This design comes from an exercise in tuning for small area, a short achievable clock period and few clock cycles per item on the open sky130 flow, not from production work. Only simulation tests tie the RTL to the original design; equivalence was not proved. The flow treats the clock pin as an ideal source, which a real chip does not have. Power figures rest on the tool's default switching activity, not on a simulated workload.

v18:
## traj_eval
module traj_eval (
    input             clk,
    input             rst,
    input             in_valid,
    output            in_ready,
    input      [63:0] t,
    input      [63:0] s,
    input      [31:0] dur,
    input      [31:0] p0,
    input      [31:0] c1,
    input      [31:0] c2,
    input      [31:0] c3,
    output reg        out_valid,
    output     [31:0] p_cmd
);
==> flow/config.mk <==
export PLATFORM = sky130hd
export DESIGN_NAME = traj_eval
export DESIGN_NICKNAME = traj_eval
export VERILOG_FILES = /design/flow/design.v
export SDC_FILE = /design/flow/constraint.sdc
export NUM_CORES = 4
export LEC_CHECK = 0
export CAP_MARGIN = 20
export CORE_MARGIN = 2
export CORE_UTILIZATION = 40
export PLACE_DENSITY = 0.5
export SLEW_MARGIN = 20
export SYNTH_HIERARCHICAL = 1
==> flow/constraint.sdc <==
create_clock -name core_clock -period 14.0 [get_ports {clk}]
set_input_delay 2.8000 -clock core_clock [delete_from_list [all_inputs] [get_ports {clk}]]
set_output_delay 2.8000 -clock core_clock [all_outputs]
set_load 0.01 [all_outputs]
standard.sh (not shown) runs the stock make flow with config.mk's settings and CLKGATE_MAP_FILE= SYNTH_SCRIPT=/design/flow/synth_recipe.tcl, a recipe that flattens the netlist after the stock synthesis.
==> flow/flow/run.sh <==
#!/bin/bash
# The standard layout (standard.sh), run unchanged apart from settings
# passed through the environment:
#  - SETUP_SLACK_MARGIN: repair_timing treats every path with less than
#    this many ns of slack as one to improve, so the flow works towards a
#    shorter period than the 14 ns clock without changing the constraints;
#  - BUFFER_PORTS_ARGS: every input and output port still gets its own
#    buffer, a plain buf_2 instead of the delay cell buffer_ports picks;
#  - CTS_ARGS: ORFS's clock_tree_synthesis arguments, with larger sink
#    clusters and without dummy loads (fewer clock buffers).
# Each tool's output stays in ORFS's own log files under orfs/logs.
export SETUP_SLACK_MARGIN=10.1
export BUFFER_PORTS_ARGS="-buffer_cell sky130_fd_sc_hd__buf_2"
export CTS_ARGS="-sink_clustering_enable -repair_clock_nets -dont_use_dummy_load -sink_clustering_size 24"
bash standard.sh > standard.log 2>&1
The flow did not stop early for v18: all stages ran, and the layout cleared the timing, DRC and antenna checks.
Testbench counts of v18, summed over its fixed seeds: cycles 48,136, items 3,200.
Modified inputs, v2 compared to v18
-- flow/flow/run.sh --
<<< v18, line 8
#    buffer, a plain buf_2 instead of the delay cell buffer_ports picks;
>>> v2, line 8
#    buffer, a plain buf_1 instead of the delay cell buffer_ports picks;
<<< v18, line 12
export SETUP_SLACK_MARGIN=10.1
export BUFFER_PORTS_ARGS="-buffer_cell sky130_fd_sc_hd__buf_2"
>>> v2, line 12
export SETUP_SLACK_MARGIN=10.15
export BUFFER_PORTS_ARGS="-buffer_cell sky130_fd_sc_hd__buf_1"
-- flow/config.mk --
<<< v18, line 10
export CORE_UTILIZATION = 40
export PLACE_DENSITY = 0.5
>>> v2, line 10
export CORE_UTILIZATION = 50
export PLACE_DENSITY = 0.55
Results
- Side by side, fraction of power consumed by sequential logic turned out lower in v2 than in v18.
- Clock group share of total power in v2 is 0.9 points lower than in v18
- Compared to v18, v2 has wire length of the first global-routing pass 1.5% higher.
- v2 reports its slowest cell on the critical path as sky130_fd_sc_hd__dfxtp_4 while v18 reports sky130_fd_sc_hd__dfxtp_2.
- Worst setup margin on v2 is down relative to v18.
For v3, these inputs were changed with respect to v2:
==> flow/flow/run.sh <==
#!/bin/bash
# The standard layout (standard.sh), run unchanged apart from two
# settings passed through the environment:
#  - SETUP_SLACK_MARGIN: repair_timing treats every path with less than
#    this many ns of slack as one to improve, so the flow works towards a
#    shorter period than the 14 ns clock without changing the constraints;
#  - BUFFER_PORTS_ARGS: every input and output port still gets its own
#    buffer, a plain buf_2 instead of the delay cell buffer_ports picks.
# Each tool's output stays in ORFS's own log files under orfs/logs.
export SETUP_SLACK_MARGIN=9.9
export BUFFER_PORTS_ARGS="-buffer_cell sky130_fd_sc_hd__buf_2"
bash standard.sh > standard.log 2>&1
-- flow/config.mk --
<<< v2, line 10
export CORE_UTILIZATION = 50
export PLACE_DENSITY = 0.55
>>> v3, line 10
export CORE_UTILIZATION = 40
export PLACE_DENSITY = 0.5
==> notes.md <==
Total of clock buffers placed in the layout of v3 exceeds that of v2 by more than a quarter. In v3 the worst-case headroom to the max-slew limit turned out 15 points lower than in v2. Number of filler cells placed in the layout (higher): v3. Final cell area: v3 above v2. Going from v2 to v3, the die area was enlarged. v3: clock skew is 0.032 ns lower than what v2 reported. What v2 reported for floorplan row count has to be multiplied by 1.11 to get the figure for v3. Summary of v3 over v2: post-route fraction of the period consumed by the critical path climbed 0.88 points; met1 global-route usage dropped 7.2 points; sum of routed wire length over all layers dropped 2.1%.
What v19 does differently from v3 at the input level:
-- flow/flow/run.sh --
<<< v3, line 10
export SETUP_SLACK_MARGIN=9.9
>>> v19, line 10
export SETUP_SLACK_MARGIN=10.15
### Flow results
- Diff v19..v3 | remaining antenna violation count | unchanged
- Diff v3 -> v19 | pin count of the biggest net entering global routing | up by more than 100%
- When the final numbers for v19 and v3 were put side by side, the cell count turned out to be greater in v19.
- Placement-stage cell area: v19 vs v3, no meaningful difference
- v19 vs v3, area of all placed cells without fillers went up by 1.2%.
- Sequential-cell power consumption (v19 over v3): increase, about 2%
- In v19 relative to v3, routed wire length had gone up slightly.
- Delta (v19 minus v3): power ~0 delta, total routing usage reported by global routing +0.31 points.
What v36 does differently from v19 at the input level:
==> flow/run.sh (new file) <==
#!/bin/bash
# synth_recipe.tcl (not shown) runs the flow's synth.tcl, then flattens the netlist and writes it again
# the make line also repeats each setting of config.mk as NAME=value (left out here)
make -C /OpenROAD-flow-scripts/flow DESIGN_CONFIG=/design/flow/config.mk WORK_HOME=/design/flow/orfs CLKGATE_MAP_FILE= SYNTH_SCRIPT=/design/flow/synth_recipe.tcl finish
-- flow/config.mk --
<<< v19, line 11
export PLACE_DENSITY = 0.5
>>> v36, line 11
removed: flow/flow/run.sh
removed: flow/standard.sh
[summary]
Between v36 and v19, the number of vias in the routed layout does not differ in any meaningful way. v36 against v19: number of clock buffers inserted by TritonCTS moved down; post-route fraction of the period consumed by the critical path shows an increase of 4.6 points; final critical delay including setup and external delays now sits higher. v36 went all the way through the flow, and no timing, DRC or antenna check failed.

## what the ideal ports hide
The flow's constraints put no driver on any port. The routed layouts listed below were extracted and timed again, unchanged, in two steps. Step 1 assumes that a clkbuf_16 drives the clock port and a buf_2 every other input. Step 2, shift: input delay + t, output delay - t, t = (earliest + latest rising clock arrival at the registers) / 2. This alone moves slack from input paths to output paths. Three values: ideal, step 1, step 2; two values: the first two.
| run | t (ns) | slack for setup (ns) | worst slew at a driven data input, ns |
|---|---|---|---|
| v18 | 0.666 | 10.107 / 10.039 / 9.908 | 0.12 |
| v2 | 0.641 | 10.098 / 10.031 / 9.916 | 0.13 |
| v3 | 0.710 | 9.974 / 9.961 / 9.885 | 0.13 |
| v19 | 0.705 | 10.082 / 10.017 / 9.927 | 0.12 |
| v36 | 0.677 | 9.439 / 9.374 / 9.492 | 0.14 |
After both steps setup and hold are still met in every run listed. For v18, which loses most, drivers alone change the setup slack by -0.068 ns; drivers and shift together by -0.199 ns.
